Context: an optimization exercise on an open-source flow, tuned for small area and a short achievable clock period. The choices shown serve that exercise and are no tape-out recipe.
The RTL was checked by simulation tests, not by an equivalence proof against the original design.
Power is estimated from default activity; no workload was simulated.

## mem_ecc_codec
module mem_ecc_codec (
    input  wire        clk,
    input  wire        rst_n,
    input  wire        in_valid,
    input  wire [1:0]  in_op,
    input  wire [63:0] in_data,
    input  wire [7:0]  in_check,
    output reg         out_valid,
    output wire [63:0] out_data,
    output wire [7:0]  out_check,
    output wire [1:0]  out_status,
    output wire [7:0]  out_syndrome,
    output wire [6:0]  out_pos
);
export LEC_CHECK = 0
export CAP_MARGIN = 20
export CORE_MARGIN = 2
export CORE_UTILIZATION = 40
export SETUP_SLACK_MARGIN = 3.9
export SLEW_MARGIN = 20
create_clock -name core_clock -period 8.0 [get_ports {clk}]
standard.sh (not shown) runs the stock make flow with config.mk's settings and CLKGATE_MAP_FILE= SYNTH_SCRIPT=/design/flow/synth_recipe.tcl, a recipe that flattens the netlist after the stock synthesis.
==> flow/flow/run.sh <==
#!/bin/bash
# Own flow: the standard synthesis, then the combinational logic replaced
# by the gate-level netlist of flow/netgen.py (same registers: names and cell
# type), checked equivalent to the standard synthesis by yosys; then the
# standard layout, with plain buffers on the ports instead of the delay cells
# buffer_ports picks by default. If the generated netlist fails a check, the
# standard synthesis's netlist is laid out instead.
set -euo pipefail
HERE=$(pwd)
R=$HERE/orfs/results/$FLOW_PLATFORM/mem_ecc_codec/base
LIB=$FLOW_HOME/platforms/$FLOW_PLATFORM/lib/sky130_fd_sc_hd__tt_025C_1v80.lib
bash standard.sh synth > make_synth.log 2>&1
cp $R/1_2_yosys.v $HERE/synth_standard.v
USE=synth_standard.v
if LIB=$LIB python3 flow/netgen.py $HERE/net_gen.v > netgen.log 2>&1; then
  yosys -p "read_liberty -lib $LIB; read_verilog net_gen.v; hierarchy -top $FLOW_TOP; opt_clean -purge; write_verilog -noattr -noexpr net_norm.v" > yosys_norm.log 2>&1
  yosys -p "read_liberty -ignore_miss_func $LIB; read_verilog synth_standard.v; rename $FLOW_TOP gold; read_verilog net_norm.v; rename $FLOW_TOP gate; flatten gold gate; opt_clean; equiv_make gold gate equiv; hierarchy -top equiv; equiv_simple; equiv_status -assert" > yosys_equiv.log 2>&1 \
    && python3 - <<'PY' > regcheck.log 2>&1 && USE=net_norm.v
import re, sys
def regs(p):
    return sorted(re.findall(r'(sky130_fd_sc_hd__df\w+)\s+(\\\S+)', open(p).read()))
a, b = regs('synth_standard.v'), regs('net_norm.v')
print(len(a), len(b))
sys.exit(0 if a == b and a else 1)
PY
fi
echo "laying out $USE" > netlist_choice.log
cp $HERE/$USE $R/1_2_yosys.v
rm -f $R/1_synth.odb $R/1_synth.sdc
bash standard.sh BUFFER_PORTS_ARGS="-buffer_cell sky130_fd_sc_hd__buf_1" finish > make_finish.log 2>&1
Other scripts of this flow, unchanged in this note and not shown: flow/flow/netgen.py, flow/flow/paar.py
The baseline finished with timing, DRC and antenna clean.
Next try:
- CTS_BUF_LIST: default -> sky130_fd_sc_hd__clkbuf_8
- CTS_CLUSTER_SIZE: default -> 30
- SETUP_SLACK_MARGIN: 3.9 -> 3.5
Result: Power drops by about a fifth; setup slack is worse by 0.27 ns; cell area went down by roughly a tenth; worst hold slack is worse by 0.019 ns; combinational power drops by about a fifth; routed wire length came out lower by a few percent; non-clock buffer count came out lower by 27; core utilization came out lower by 5.2 points; sequential power came out lower slightly; sequential share of layout area goes up by 1.8 points.
Next try:
- CTS_BUF_LIST: sky130_fd_sc_hd__clkbuf_8 -> default
- CTS_CLUSTER_SIZE: 30 -> default
- SETUP_SLACK_MARGIN: 3.5 -> 4.2
What happened:
- The new run completed without violations
- maximum frequency goes up by 7.5%
- wire length climbs by 8.9%
- critical path depth increases by 2
- non-clock buffer count is higher by 81
- clock power came out higher by about 11%
- via count came out higher by 8.3%
Next try:
- SETUP_SLACK_MARGIN: 4.2 -> 3.9
- TNS_END_PERCENT: default -> 20
Outcome: The new run ran to the end with no violations; global-route usage decreases by 0.21 points; die area does not change; via count is lower by 5.8%; hold slack loses 0.0058 ns; first-iteration DRC count shrinks by 6.3%; fmax falls by 1.7%.
Next try:
- TNS_END_PERCENT: 20 -> 5
What happened:
- The changed run went through all stages and came out clean
- via count came out higher by 1.3%
- final cell count came out higher by 0.39%
- combinational power barely changes
- utilization came out higher by 0.22 points
- total power hardly moves

Another version of the RTL of mem_ecc_codec (not shown whole).
Size: roughly 930 cells after synthesis, about 170 I/O pins, roughly 8600 um2 of cells after synthesis.
==> flow/config.mk <==
export PLATFORM = sky130hd
export DESIGN_NAME = mem_ecc_codec
export DESIGN_NICKNAME = mem_ecc_codec
export VERILOG_FILES = /design/flow/design.v
export SDC_FILE = /design/flow/constraint.sdc
export NUM_CORES = 4
export LEC_CHECK = 0
export CAP_MARGIN = 20
export CORE_MARGIN = 2
export CORE_UTILIZATION = 55
export CTS_BUF_LIST = sky130_fd_sc_hd__clkbuf_8
export CTS_CLUSTER_SIZE = 30
export PLACE_DENSITY = 0.75
export SETUP_SLACK_MARGIN = 5.0
export SLEW_MARGIN = 20
==> flow/constraint.sdc <==
create_clock -name core_clock -period 8.0 [get_ports {clk}]
set_input_delay 1.6000 -clock core_clock [delete_from_list [all_inputs] [get_ports {clk}]]
set_output_delay 1.6000 -clock core_clock [all_outputs]
set_load 0.01 [all_outputs]
==> flow/flow/run.sh <==
#!/bin/bash
# Own flow: the standard synthesis, then the combinational logic replaced
# by the gate-level netlist of flow/netgen.py (same registers: names and cell
# type), checked equivalent to the standard synthesis by yosys; then the
# standard layout, with plain buffers on the ports instead of the delay cells
# buffer_ports picks by default. If the generated netlist fails a check, the
# standard synthesis's netlist is laid out instead.
set -euo pipefail
HERE=$(pwd)
R=$HERE/orfs/results/$FLOW_PLATFORM/mem_ecc_codec/base
LIB=$FLOW_HOME/platforms/$FLOW_PLATFORM/lib/sky130_fd_sc_hd__tt_025C_1v80.lib
bash standard.sh synth > make_synth.log 2>&1
cp $R/1_2_yosys.v $HERE/synth_standard.v
USE=synth_standard.v
# generator options (structure and drive strengths), if any
set -a; [ -f flow/netgen.env ] && . flow/netgen.env; set +a
if LIB=$LIB python3 flow/netgen.py $HERE/net_gen.v > netgen.log 2>&1; then
  yosys -p "read_liberty -lib $LIB; read_verilog net_gen.v; hierarchy -top $FLOW_TOP; opt_clean -purge; write_verilog -noattr -noexpr net_norm.v" > yosys_norm.log 2>&1
  timeout 900 yosys -p "read_liberty -ignore_miss_func $LIB; read_verilog synth_standard.v; rename $FLOW_TOP gold; read_verilog net_norm.v; rename $FLOW_TOP gate; flatten gold gate; opt_clean; equiv_make gold gate equiv; hierarchy -top equiv; equiv_simple; equiv_status -assert" > yosys_equiv.log 2>&1 \
    && python3 - <<'PY' > regcheck.log 2>&1 && USE=net_final.v
# give each flip-flop the instance name the standard synthesis gave the same
# register (the suffix after '$' depends on how yosys read its reset/enable),
# then require the same names and cell types
import re, sys
pat = re.compile(r'(sky130_fd_sc_hd__df\w+)\s+\\([^\s$]+)(\$\S*)?\s')
std = {m.group(2): (m.group(1), m.group(2) + (m.group(3) or '')) for m in pat.finditer(open('synth_standard.v').read())}
txt = open('net_norm.v').read()
def ren(m):
    base = m.group(2)
    if base not in std: sys.exit('no standard register ' + base)
    return m.group(1) + ' \\' + std[base][1] + ' '
txt2 = pat.sub(ren, txt)
open('net_final.v', 'w').write(txt2)
a = sorted(std.values())
b = sorted((m.group(1), m.group(2) + (m.group(3) or '')) for m in pat.finditer(txt2))
print(len(a), len(b))
sys.exit(0 if a == b and a else 1)
PY
fi
echo "laying out $USE" > netlist_choice.log
cp $HERE/$USE $R/1_2_yosys.v
rm -f $R/1_synth.odb $R/1_synth.sdc
bash standard.sh BUFFER_PORTS_ARGS="-buffer_cell sky130_fd_sc_hd__buf_1" finish > make_finish.log 2>&1
Other scripts of this flow, unchanged in this note and not shown: flow/flow/joint.py, flow/flow/netgen.py, flow/flow/paar.py
Edit:
Settings changed: CORE_UTILIZATION 55 to 40, CTS_BUF_LIST sky130_fd_sc_hd__clkbuf_8 to sky130_fd_sc_hd__clkbuf_4 sky130_fd_sc_hd__clkbuf_8, CTS_CLUSTER_SIZE 30 to 20, PLACE_DENSITY 0.75 to default.
What happened: Fmax went up by 1.6%; core utilization went down by 18 points; synthesized cell count does not change; die area went up by 36%; global-route usage went down by 8.6 points; sequential power barely changes; area after synthesis stays the same.
Edit:
Settings changed: CTS_BUF_LIST sky130_fd_sc_hd__clkbuf_4 sky130_fd_sc_hd__clkbuf_8 to default, CTS_CLUSTER_SIZE 20 to default, SETUP_SLACK_MARGIN 5.0 to 4.0.
Outcome:
- The changed run ran to the end with no violations
- clock-buffer cell count stays the same
- via count fell slightly
- worst hold slack barely changes
- sequential power is about the same
Edit:
Settings changed: CORE_UTILIZATION 40 to 55, CTS_BUF_LIST from default to sky130_fd_sc_hd__clkbuf_8, CTS_CLUSTER_SIZE from default to 30, SETUP_SLACK_MARGIN 4.0 to 5.0.
Outcome: The changed run finished with timing, DRC and antenna clean. Power is lower by 2.6%. Routed wire length falls by 2.0%. Via count came out higher by 3.4%. Die area goes down by 27%. Global-route usage rises by 8.2 points. Setup slack improves by 0.75 ns. Area after synthesis stays the same. Final cell count is lower by 3.9%. Cell area goes up by 1.5%.
Edit:
Settings changed: CORE_UTILIZATION 55 to 65.
After rerunning:
- via count grows by 3.5%
- cell area stays flat
- cell count shrinks by 2.1%
- total power grows by 1.3%
- combinational power grows by about 5%
- sequential cell count does not change
- wire length shrinks by 2.0%
- setup slack loses 0.17 ns
- sequential power barely changes
- core utilization grows by 11 points
- register-to-register slack loses 0.12 ns

Setup of v22:
mem_ecc_codec, a different RTL version from the one above (not shown whole).
For scale: ~970 cells after synthesis, about 85 flip-flops, ~170 I/O pins, about 7900 um2 of cells after synthesis.
clock: 8.0 ns
lec_check: 0
cap_margin: 20
core_margin: 2
core_utilization: 40
setup_slack_margin: 2.5
slew_margin: 20
==> flow/flow/run.sh <==
#!/bin/bash
# Standard layout, with plain buffers on the ports instead of the delay cells
# buffer_ports picks by default.
set -euo pipefail
bash standard.sh BUFFER_PORTS_ARGS="-buffer_cell sky130_fd_sc_hd__buf_1" finish > make_finish.log 2>&1
Having completed the whole flow, v22 delivered a layout that passed the timing, DRC and antenna checks.
The following lists how v6 was set up differently from v22:
Settings: a change of SETUP_SLACK_MARGIN from 2.5 to 3.5.
Findings:
t_q[5] as the startpoint of the most critical setup path was reported by v6, and in_op[0] by v22. v6 vs v22 on quantity of gates resized following cts: v6 is the higher one. Of v22 and v6, v6 shows the higher via count, with v22 below it. When the final numbers for v22 and v6 were put side by side, the final critical delay including setup and external delays turned out to be smaller in v6. v22 → v6: power shows an increase of about 6%; maximum net fanout on the critical path went up. The critical path start-end classification comes out in -> reg in one run and reg -> out in the other, namely in v22 and v6 respectively. Comparing v6 with v22, the global routing usage summed across all routing layers came out essentially unchanged. In v6, the detailed-route wire length came out about 1.2% above the value in v22.
## Diff of input files: v5 against v6
Settings: a change of SETUP_SLACK_MARGIN from 3.5 to 4.2.
Results
Both conditions hold for v6: the flow ran to the end and the final layout passed the timing, DRC and antenna checks.
In summary, v5 completed successfully, with a layout that passed the timing, DRC and antenna checks.
Transition time of the tightest slew-check pin for v5: 0.18 ns down relative to v6
Delta(final worst-path setup slack, v5 - v6) > 0
Compared v5 vs v6, and number of standard cells in the layout, taps in and fillers out is up in v5.
v5 packs its core tighter than v6.
The HPWL after detailed placement on v6 is in line with that on v5.

-- port drivers added, routing unchanged --
The results above use ideal ports. As a check the final layouts listed here were re-extracted and re-timed, cells and wires unchanged. Step 1 sets driving cells, clkbuf_16 on the clock port and buf_2 on the other inputs (assumed; they add their load-dependent delay and slew). Step 2 also shifts input and output timing later by t, the mid clock arrival at the registers, as if the neighbouring blocks saw the same clock. a / b / c = ideal ports / drivers / drivers and shift; a / b = the first two.
run	t, ns	setup slack, ns	worst hold slack (ns)	latest minus earliest clock arrival (ns)	worst slew at a driven data input, ns
the first run of note 1	0.369	3.894 / 3.853 / 3.657	1.436 / 1.415 / 1.784	0.010 / 0.010	0.04
the second run of note 1	0.377	3.623 / 3.588 / 3.356	1.417 / 1.402 / 1.779	0.012 / 0.011	0.04
the third run of note 1	0.362	3.928 / 3.893 / 3.838	1.443 / 1.430 / 1.792	0.007 / 0.008	0.04
the fourth run of note 1	0.369	3.855 / 3.815 / 3.591	1.437 / 1.417 / 1.786	0.008 / 0.008	0.04
the fifth run of note 1	0.368	3.854 / 3.814 / 3.542	1.437 / 1.417 / 1.786	0.008 / 0.007	0.04
the first run of note 2	0.530	4.975 / 4.975 / 4.504	0.438 / 0.438 / 0.438	0.014 / 0.014	0.05
the second run of note 2	0.518	5.023 / 5.041 / 4.523	0.428 / 0.428 / 0.428	0.021 / 0.021	0.05
the third run of note 2	0.490	4.301 / 4.301 / 4.128	0.425 / 0.425 / 0.425	0.016 / 0.016	0.05
the fourth run of note 2	0.520	5.054 / 5.054 / 4.553	0.431 / 0.431 / 0.431	0.017 / 0.017	0.04
the fifth run of note 2	0.524	4.885 / 4.904 / 4.381	0.432 / 0.432 / 0.432	0.011 / 0.011	0.05
v22	0.381	2.956 / 2.957 / 2.576	1.433 / 1.413 / 1.794	0.018 / 0.018	0.04
v6	0.382	3.536 / 3.496 / 3.272	1.434 / 1.414 / 1.796	0.018 / 0.018	0.04
v5	0.372	3.710 / 3.669 / 3.595	1.378 / 1.390 / 1.762	0.016 / 0.016	0.05
After both steps every run listed still meets setup and hold. The setup slack of the fifth run of note 2, which loses most, moves by +0.019 ns with the drivers and by -0.504 ns with both steps.
